From an optimization exercise on the open Yosys and OpenROAD flow, aimed at small area, a short achievable clock period and few clock cycles per item; shortcuts taken in it are not production practice.
In this exercise RTL edits were held to simulation tests only and were not proved equivalent to the original.

**flow/design.v**
```verilog
module dispatch_string (
    input  wire         clk,
    input  wire         rst,
    input  wire         ld_en,
    input  wire [4:0]   ld_slot,
    input  wire         ld_usable,
    input  wire [15:0]  ld_soc,
    input  wire [9:0]   ld_wear,
    input  wire [15:0]  ld_temp,
    input  wire         ld_temp_ok,
    input  wire [15:0]  ld_volt,
    input  wire         start,
    input  wire [15:0]  x_ref,
    input  wire [23:0]  i_s,
    input  wire         i_valid,
    input  wire         fresh,
    input  wire         soc_stale,
    input  wire [1:0]   p_plan,
    input  wire [15:0]  ks,
    input  wire [7:0]   kt,
    input  wire [7:0]   kw,
    input  wire [11:0]  offset,
    input  wire [15:0]  t_knee,
    input  wire [7:0]   sticky,
    input  wire [15:0]  dir_db,
    input  wire [20:0]  v_fs,
    input  wire [6:0]   base,
    input  wire [6:0]   rot,
    output wire         ready,
    output reg          done,
    output reg          sgn_neg,
    output reg          dir_chg,
    output reg  [22:0]  v_ref,
    output reg  [4:0]   u_cnt,
    output reg  [15:0]  soc_mean,
    output reg  [4:0]   n_full,
    output reg  [14:0]  f_raw,
    output reg          clipped,
    output reg  [4:0]   swaps,
    output reg  [119:0] rank
);
    localparam NC = 24;
    localparam S_IDLE = 4'd0,
               S_SNAP = 4'd1,
               S_SUM  = 4'd2,
               S_MDIV = 4'd3,
               S_KEY  = 4'd4,
               S_SORT = 4'd5,
               S_LVL  = 4'd6,
               S_FDIV = 4'd7,
               S_FIN  = 4'd8;
    reg [3:0] state;
    assign ready = (state == S_IDLE);
    reg [15:0] c_soc   [0:NC-1];
    reg [9:0]  c_wear  [0:NC-1];
    reg [15:0] c_temp  [0:NC-1];
    reg        c_tok   [0:NC-1];
    reg [15:0] c_volt  [0:NC-1];
    reg [NC-1:0] c_usable;
    reg [NC-1:0] inc;           
    integer i, j, k;
    always @(posedge clk) begin
        if (ready && ld_en && !start && ld_slot < NC) begin
            c_soc[ld_slot]  <= ld_soc;
            c_wear[ld_slot] <= ld_wear;
            c_temp[ld_slot] <= ld_temp;
            c_tok[ld_slot]  <= ld_temp_ok;
            c_volt[ld_slot] <= ld_volt;
        end
    end
    reg signed [15:0] r_x;
    reg signed [23:0] r_i;
    reg        r_ival, r_fresh, r_stale;
    reg [1:0]  r_p;
    reg [15:0] r_ks;
    reg [7:0]  r_kt, r_kw, r_sticky;
    reg [11:0] r_off;
    reg signed [15:0] r_knee;
    reg [15:0] r_db;
    reg [20:0] r_vfs;
    reg [6:0]  r_base, r_rot;
    reg prev_neg;    
    reg prev_chg;    
    reg [NC-1:0] use_m;         
    reg [NC-1:0] inc_e;         
    reg        w_neg, w_chg;
    reg [21:0] a_abs;
    reg [4:0]  idx;
    reg [20:0] soc_sum;
    reg [5:0]  dv_r;            
    reg [15:0] mean;
    reg [24:0] word [0:NC-1];   
    reg [21:0] cum;
    reg [4:0]  nn;
    reg [16:0] fr_r;
    reg [14:0] fr_q;
    reg [15:0] fr_d;
    reg [3:0]  fr_i;
    wire signed [37:0] vr_prod = r_x * $signed({1'b0, r_vfs});
    wire signed [22:0] vr_q    = vr_prod[37:15];
    wire [14:0]        vr_rem  = vr_prod[14:0];
    wire               vr_up   = (vr_rem > 15'h4000) || (vr_rem == 15'h4000 && vr_q[0]);
    wire signed [22:0] vr_val  = vr_q + {22'd0, vr_up};
    wire x_pos = (r_x > 0);
    wire x_neg = (r_x < 0);
    wire s_neg = x_pos ? 1'b0 : (x_neg ? 1'b1 : prev_neg);
    wire signed [24:0] p_cur  = s_neg ? -$signed({r_i[23], r_i}) : $signed({r_i[23], r_i});
    wire signed [24:0] db_s   = $signed({9'd0, r_db});
    wire s_chg = !r_ival ? prev_chg :
                 (p_cur >= db_s)  ? 1'b0 :
                 (p_cur <= -db_s) ? 1'b1 : prev_chg;
    reg [4:0] u_sum;
    reg [NC-1:0] use_now;
    always @(*) begin
        u_sum = 5'd0;
        for (i = 0; i < NC; i = i + 1) begin
            use_now[i] = c_usable[i] && (c_volt[i] != 16'd0);
            u_sum = u_sum + {4'd0, use_now[i]};
        end
    end
    wire signed [17:0] k_d     = r_stale ? 18'sd0 : ($signed({2'b00, c_soc[idx]}) - $signed({2'b00, mean}));
    wire signed [34:0] k_sp    = $signed({1'b0, r_ks}) * k_d;
    wire signed [22:0] k_sq    = k_sp[34:12];
    wire [11:0]        k_sr    = k_sp[11:0];
    wire               k_sup   = (k_sr > 12'h800) || (k_sr == 12'h800 && k_sq[0]);
    wire signed [23:0] k_dv    = $signed({k_sq[22], k_sq}) + $signed({23'd0, k_sup});
    wire signed [25:0] k_dvx   = {{2{k_dv[23]}}, k_dv};
    wire signed [25:0] k_st    = w_chg ? ($signed({14'd0, r_off}) + k_dvx) : ($signed({14'd0, r_off}) - k_dvx);
    wire signed [16:0] k_te    = $signed({c_temp[idx][15], c_temp[idx]}) - $signed({r_knee[15], r_knee});
    wire [16:0]        k_tp    = k_te[16] ? 17'd0 : k_te;
    wire [24:0]        k_tprod = r_kt * k_tp;
    wire [24:0]        k_tq    = k_tprod / 25'd100;
    wire [24:0]        k_tr    = k_tprod - k_tq * 25'd100;
    wire               k_tup   = (k_tr > 25'd50) || (k_tr == 25'd50 && k_tq[0]);
    wire [24:0]        k_tt    = k_tq + {24'd0, k_tup};
    wire [17:0]        k_wprod = r_kw * c_wear[idx];
    wire [9:0]         k_wq    = k_wprod[17:8];
    wire [7:0]         k_wr    = k_wprod[7:0];
    wire               k_wup   = (k_wr > 8'h80) || (k_wr == 8'h80 && k_wq[0]);
    wire [10:0]        k_wt    = {1'b0, k_wq} + {10'd0, k_wup};
    wire signed [27:0] k_sum   = $signed({{2{k_st[25]}}, k_st}) + $signed({3'd0, k_tt}) + $signed({17'd0, k_wt});
    wire [11:0]        k_sat   = (k_sum < 0) ? 12'd0 : (k_sum > 28'sd4095) ? 12'd4095 : k_sum[11:0];
    wire [11:0]        k_key   = c_tok[idx] ? k_sat : 12'd4095;
    wire [11:0]        k_rk    = !inc_e[idx] ? k_key :
                                 (k_key > {4'd0, r_sticky}) ? (k_key - {4'd0, r_sticky}) : 12'd0;
    wire [6:0]         k_rot   = r_base + {2'd0, idx} - r_rot;
    wire [24:0]        k_word  = use_m[idx] ? {1'b0, k_rk, k_rot, idx} : {1'b1, 12'hFFF, k_rot, idx};
    wire [4:0]  lv_slot = word[nn][4:0];
    wire [15:0] lv_v    = c_volt[lv_slot];
    wire [22:0] lv_sum  = {1'b0, cum} + {7'd0, lv_v};
    wire [17:0] fr_r2  = {fr_r, 1'b0};
    wire        fr_ge  = (fr_r2 >= {2'd0, fr_d});
    reg [4:0]  ins_n;
    reg [NC-1:0] ins_slot;
    reg [4:0]  new_cnt, lost_cnt;
    reg [4:0]  p_avail;
    always @(*) begin
        p_avail = u_cnt - nn;
        ins_n = nn + (({3'd0, r_p} < p_avail) ? {3'd0, r_p} : p_avail);
        ins_slot = {NC{1'b0}};
        for (k = 0; k < NC; k = k + 1)
            if (k < ins_n) ins_slot[word[k][4:0]] = 1'b1;
        new_cnt  = 5'd0;
        lost_cnt = 5'd0;
        for (k = 0; k < NC; k = k + 1) begin
            new_cnt  = new_cnt  + {4'd0, ins_slot[k] & ~inc_e[k]};
            lost_cnt = lost_cnt + {4'd0, inc_e[k] & ~ins_slot[k]};
        end
    end
    always @(posedge clk) begin
        if (rst) begin
            state    <= S_IDLE;
            done     <= 1'b0;
            c_usable <= {NC{1'b0}};
            inc      <= {NC{1'b0}};
            prev_neg <= 1'b0;
            prev_chg <= 1'b0;
        end else begin
            done <= 1'b0;
            case (state)
            S_IDLE: begin
                if (ld_en && !start && ld_slot < NC)
                    c_usable[ld_slot] <= ld_usable;
                if (start) begin
                    r_x     <= x_ref;
                    r_i     <= i_s;
                    r_ival  <= i_valid;
                    r_fresh <= fresh;
                    r_stale <= soc_stale;
                    r_p     <= p_plan;
                    r_ks    <= ks;
                    r_kt    <= kt;
                    r_kw    <= kw;
                    r_off   <= offset;
                    r_knee  <= t_knee;
                    r_sticky<= sticky;
                    r_db    <= dir_db;
                    r_vfs   <= v_fs;
                    r_base  <= base;
                    r_rot   <= rot;
                    state   <= S_SNAP;
                end
            end
            S_SNAP: begin
                use_m   <= use_now;
                u_cnt   <= u_sum;
                v_ref   <= vr_val;
                a_abs   <= vr_val[22] ? -vr_val[21:0] : vr_val[21:0];
                w_neg   <= s_neg;
                w_chg   <= s_chg;
                inc_e   <= (r_fresh || (s_neg != prev_neg)) ? {NC{1'b0}} : inc;
                soc_sum <= 21'd0;
                idx     <= 5'd0;
                state   <= S_SUM;
            end
            S_SUM: begin
                if (use_m[idx])
                    soc_sum <= soc_sum + {5'd0, c_soc[idx]};
                if (idx == NC - 1) begin
                    idx   <= 5'd0;
                    dv_r  <= 6'd0;
                    state <= S_MDIV;
                end else begin
                    idx <= idx + 5'd1;
                end
            end
            S_MDIV: begin
                if (u_cnt == 5'd0) begin
                    mean  <= 16'd0;
                    state <= S_KEY;
                end else if (idx == 5'd21) begin
                    if (({dv_r, 1'b0} > {2'd0, u_cnt}) ||
                        ({dv_r, 1'b0} == {2'd0, u_cnt} && soc_sum[0]))
                        mean <= soc_sum[15:0] + 16'd1;
                    else
                        mean <= soc_sum[15:0];
                    idx   <= 5'd0;
                    state <= S_KEY;
                end else begin
                    if ({dv_r[4:0], soc_sum[20]} >= {1'b0, u_cnt}) begin
                        dv_r    <= {dv_r[4:0], soc_sum[20]} - {1'b0, u_cnt};
                        soc_sum <= {soc_sum[19:0], 1'b1};
                    end else begin
                        dv_r    <= {dv_r[4:0], soc_sum[20]};
                        soc_sum <= {soc_sum[19:0], 1'b0};
                    end
                    idx <= idx + 5'd1;
                end
            end
            S_KEY: begin
                word[idx] <= k_word;
                if (idx == NC - 1) begin
                    idx   <= 5'd0;
                    state <= S_SORT;
                end else begin
                    idx <= idx + 5'd1;
                end
            end
            S_SORT: begin
                for (j = 0; j + 1 < NC; j = j + 1) begin
                    if (((j % 2) == 1) == idx[0] && word[j][24:5] > word[j+1][24:5]) begin
                        word[j]   <= word[j+1];
                        word[j+1] <= word[j];
                    end
                end
                if (idx == NC - 1) begin
                    nn    <= 5'd0;
                    cum   <= 22'd0;
                    state <= S_LVL;
                end else begin
                    idx <= idx + 5'd1;
                end
            end
            S_LVL: begin
                if (nn == u_cnt || lv_sum > {1'b0, a_abs}) begin
                    fr_r  <= {1'b0, a_abs[15:0] - cum[15:0]};
                    fr_d  <= lv_v;
                    fr_q  <= 15'd0;
                    fr_i  <= 4'd0;
                    state <= S_FDIV;
                end else begin
                    cum <= lv_sum[21:0];
                    nn  <= nn + 5'd1;
                end
            end
            S_FDIV: begin
                if (nn == u_cnt) begin
                    f_raw   <= 15'd0;
                    clipped <= (a_abs > cum);
                    state   <= S_FIN;
                end else if (fr_i == 4'd15) begin
                    clipped <= 1'b0;
                    if ((fr_r2 > {2'd0, fr_d}) || (fr_r2 == {2'd0, fr_d} && fr_q[0]))
                        f_raw <= (fr_q == 15'h7FFF) ? 15'h7FFF : fr_q + 15'd1;
                    else
                        f_raw <= fr_q;
                    state <= S_FIN;
                end else begin
                    if (fr_ge) begin
                        fr_r <= fr_r2[16:0] - {1'b0, fr_d};
                        fr_q <= {fr_q[13:0], 1'b1};
                    end else begin
                        fr_r <= fr_r2[16:0];
                        fr_q <= {fr_q[13:0], 1'b0};
                    end
                    fr_i <= fr_i + 4'd1;
                end
            end
            S_FIN: begin
                inc      <= ins_slot;
                swaps    <= (new_cnt < lost_cnt) ? new_cnt : lost_cnt;
                prev_neg <= w_neg;
                prev_chg <= w_chg;
                sgn_neg  <= w_neg;
                dir_chg  <= w_chg;
                soc_mean <= mean;
                n_full   <= nn;
                for (j = 0; j < NC; j = j + 1)
                    rank[j*5 +: 5] <= word[j][4:0];
                done  <= 1'b1;
                state <= S_IDLE;
            end
            default: state <= S_IDLE;
            endcase
        end
    end
endmodule
```
**flow/run.sh**
```bash
#!/bin/bash
# synth_recipe.tcl (not shown) runs the flow's synth.tcl, then flattens the netlist and writes it again
# the make line also repeats each setting of config.mk as NAME=value (left out here)
make -C /OpenROAD-flow-scripts/flow DESIGN_CONFIG=/design/flow/config.mk WORK_HOME=/design/flow/orfs CLKGATE_MAP_FILE= SYNTH_SCRIPT=/design/flow/synth_recipe.tcl finish
```
**flow/config.mk**
```make
export PLATFORM = sky130hd
export DESIGN_NAME = dispatch_string
export DESIGN_NICKNAME = dispatch_string
export VERILOG_FILES = /design/flow/design.v
export SDC_FILE = /design/flow/constraint.sdc
export NUM_CORES = 4
export LEC_CHECK = 0
export CAP_MARGIN = 20
export CORE_MARGIN = 2
export CORE_UTILIZATION = 40
export PLACE_DENSITY = 0.6
export SLEW_MARGIN = 20
```
**flow/constraint.sdc**
```tcl
create_clock -name core_clock -period 40.0 [get_ports {clk}]
set_input_delay 8.0000 -clock core_clock [delete_from_list [all_inputs] [get_ports {clk}]]
set_output_delay 8.0000 -clock core_clock [all_outputs]
set_load 0.01 [all_outputs]
```
==> run notes <==
==> sequential cells by signal, indices dropped and copies added (netlist names), 17 cells and up, named ones only <==
register	flops
a_abs	22
c_soc	384
c_temp	384
c_tok	24
c_usable	24
c_volt	512
c_wear	240
cum	22
fr_r	17
inc	24
inc_e	24
r_i	24
r_vfs	21
rank	120
soc_sum	21
use_m	24
v_ref	22
word	640
==> cell type report <==
class,instances,area [um^2]
Fill cell,41095,245000
Antenna cell,17,42.5
Tap cell,5952,7450
Timing Repair Buffer,792,7130
Timing Repair inverter,1,7.51
Multi-Input combinational cell,10501,88600
Clock buffer,375,8330
Clock inverter,185,2190
Sequential cell,2803,83500
Inverter,1811,6800
==> per-layer routing <==
metal	up-vias	GRT usage [%]
met1	64608	36.0
met3	1045	4.73
li1	57849	-
met2	5296	40.7
met4	46	9.71
met5	-	0
==> stage by stage <==
step                utilization (%)  hold WS, ps  setup WS (ps)
floorplan                         -          424           6070
global placement               43.1          433           1400
detailed placement             43.1          439           1370
CTS                            45.4          452           1130
global route                   45.5          469           14.7
finish                         45.5          451           2760
==> critical path, delay by kind of cell, from the launching register on <==
kind / cells / cell delay, ps
AO/OA/AOI/OAI: 79 / 18260
adder cells (fa/ha/maj): 18 / 6690
AND/OR/NAND/NOR: 29 / 5090
multiplexers: 7 / 2410
buffers and inverters: 14 / 1880
XOR/XNOR: 5 / 1770
flip-flops: 1 / 690
==> what timing repair did <==
item                       CTS  global route
buffers inserted             0             4
resized for setup            0            11
setup endpoints to repair    0           288
==> logic make-up after synthesis <==
| group | Yosys count |
|---|---|
| flops | 2803 |
| other cells | 1 |
| xor+xnor | 544 |
| compound gates | 3232 |
| simple gates | 3977 |
| mux | 654 |
| fa+ha+maj | 1964 |
| buf+inv | 2506 |
==> path summary, 6_finish.rpt <==
path	from	end	slack, ps	depth (start not counted)
hold / removal	word[2][4]$_DFFE_PP_	rank[14]$_DFFE_PP_	450	0
setup / recovery	register	word[14][21]$_DFFE_PP_	2760	152
hold reg to reg	word[2][4]$_DFFE_PP_	rank[14]$_DFFE_PP_	450	0
setup reg to reg	register	word[14][21]$_DFFE_PP_	2760	152
==> synthesized netlist by cell type, types with 83 or more instances <==
cell type | n | area share, %
a211oi_1 | 188 | 0.78
a21o_1 | 224 | 0.93
a21oi_1 | 906 | 2.5
a22oi_1 | 106 | 0.44
a31oi_1 | 112 | 0.39
and2_1 | 560 | 1.9
and3_1 | 92 | 0.32
buf_1 | 83 | 0.17
clkbuf_1 | 585 | 1.2
edfxtp_1 | 2738 | 46
fa_1 | 772 | 8.6
ha_1 | 1191 | 8.3
inv_1 | 1793 | 3.7
mux2i_1 | 245 | 1.4
mux4_2 | 395 | 4.9
nand2_1 | 1265 | 2.6
nand2b_1 | 165 | 0.57
nand3_1 | 187 | 0.52
nand4_1 | 172 | 0.60
nor2_1 | 767 | 1.6
nor2b_1 | 167 | 0.58
nor3_1 | 204 | 0.57
nor4_1 | 223 | 0.77
o21ai_0 | 630 | 1.8
o21bai_1 | 120 | 0.50
o22ai_1 | 302 | 1.0
xnor2_1 | 373 | 1.8
xor2_1 | 161 | 0.78
==> reports/results.txt <==
The synthesis-stage register bit count was 2,803. Setup repair after global routing left no endpoint under its margin. The root cell of the clock tree was clkbuf_16.

Static timing analysis puts the maximum clock frequency at 26.9 MHz. Setup total negative slack on the finished layout was measured at 0 ps. After synthesis, the share of cell area in mux cells is 6.39%. The logs give 21,848 for the cell count after placement and 254,000 um for the detailed-route wire length on metal 1.

The library cells used most frequently in the layout, excluding fill and tap cells, are edfxtp_1 (2,738), inv_1 (1,791), nand2_1 (1,263), ha_1 (1,191), a21oi_1 (903). In this run, the number of DRC markers left after iteration 0 of detailed routing was 13,429. The floorplan step set the die width to 675 um.

The critical path is of the reg -> reg type. The final layout contains routed wiring with a total length of 601,000 um. The run gives 129 as the number of distinct library cells after synthesis. The final period demand of the worst path was 37,240 ps. Highest layer used for signal routing: met5. At the later pin of the worst-skew pair, clock insertion delay measures 1000 ps.

The run gives 0 as the final-report max-slew violation count. The synthesized netlist devotes 16.9% of its cell area to adder and majority cells. Among all stages on the critical path, the largest delay is contributed by dfxtp_4.

After clock tree synthesis, the clock-pin slew on the worst setup and hold paths is 60 ps. The nature of the critical path startpoint is a register. Summing the areas of all compound-gate instances in the mapped netlist gives 11.5% of the synthesized area. STA classifies the critical path endpoint as a register. The share of the Yosys chip area taken by registers is 46.4%.

In this run the count of I/O pins placed on the die edge is 427. The first-pass GRT wire length came out at 875,000 um. After detailed placement, the total cell area comes to 193,000 um^2. After legalization and detailed placement, the total HPWL measured 443,000 um.

The run gives 456,000 um^2 as the floorplan die area. After synthesis, the largest family of logic cells by area is adder cells. The share of the clock period used by the worst path after layout works out to 93.1%.

The H-tree level count is 5. The initial antenna violation count is 57, and the mean routed wirelength per cell is 26.8 um.

Commonest register cell after synthesis: edfxtp_1. The count of max-cap constraint violations was 0. The routed layout has 128,844 vias. The synthesis-to-finish area growth was 13.3%.

The required time reported for the critical path endpoint came out at 40,630 ps. The DRC violation count after routing is 0. The number of buffers added by the clock tree synthesis step came out at 315. The via count of the first global-routing pass is 126,518.

For the total of endpoints with negative setup slack in the final report, the log shows 0. The stage delay of the slowest cell on the critical path works out to 690 ps. The floorplan has 246 rows. The count of input and output buffers is 426.

Counting along the longest clock path gives a buffer depth of 4. For the post-cts hold buffer count, the log shows 0. By instance count, the cell type seen most on the critical path is a21oi_1.

Entering global routing, the biggest net connects 130 pins. For this run, the detailed router's first-pass iteration total came to 7. For the global-route congestion overflow total, the log shows 0. In this run the vertical extent of the chip is 675 um. For the met3 routed wirelength, the log shows 49,300 um. TritonCTS built the clock tree.

In the detailed route, the total length drawn on met2 is 272,000 um. In this run the tightest slew margin relative to its limit is 16.1%. Of the total synthesized cell area, the portion taken by XOR and XNOR cells is 2.71%.

The number of enable-type register cells in the synthesized netlist works out to 2,738. At the worst endpoint, the arrival time is 37,880 ps. For the total of warnings raised by yosys, the log shows 1.

The maximum net fanout on the critical path was 25. After Yosys synthesis, and, or, nand and nor cells account for 10.9% of the synthesized area. The post-route cell area came out at 204,000 um^2. The logs give 0 for the number of hold-slack violations in the final timing report and 18,421 for the layout net count.

The async set-or-reset flop fraction in the synthesized netlist is 0%. The share of final-layout standard cells stronger than drive strength 1 works out to 9.01%. The final estimated routing congestion in global placement is 1.02. The number of nets with antenna violations after routing is 0. The region available for standard cell placement spans 449,000 um^2.

The initial utilization of the core area, before any placement, comes to 40.1%. The transition time at the pin with the least slew margin was 1250 ps. The flow ran to the end and the layout has no timing, DRC or antenna violations. The clock arrives with 116 ps of skew. The tree built by TritonCTS fans out to 2,803 sinks. The post-synthesis area per instance was 11.5 um^2. The finished layout holds 22,437 standard cells, fillers aside. The min-delay analysis places its worst path in the category reg -> reg.

The cell area that synthesis handed to floorplanning was 180,000 um^2. After detailed routing, the number of vias per cell comes to 5.74. The run gives 15,681 as the gate count of the mapped netlist.

Leaving out fill and tap cells, the most frequent cell in the layout is edfxtp_1. Overall routing resource usage: 26.0%.
Testbench counts, summed over its fixed seeds: cycles 54,995, items 384.

## re-timing with driven ports
Ports are ideal in the flow. The routed layout listed here was re-timed in OpenROAD.
Step 1 assumes that a clkbuf_16 drives the clock port and a buf_2 every other input.
Step 2 moves the port delays by t, midway between the first and last clock arrival at a register: inputs arrive t later, outputs are due t later. That takes back most of the time a late clock gives input paths.
a / b / c = ideal ports / drivers / drivers and shift; a / b = the first two.
shift t [ns]: 1.064
setup WS [ns]: 2.756 / 2.756 / 2.756
worst register clock-pin slew, ns: 0.07 / 0.07
cell pins on the clock port's net: 1
After both steps this run still meets setup and hold. The setup slack of this run moves by 0.000 ns with the drivers and by 0.000 ns with both steps.
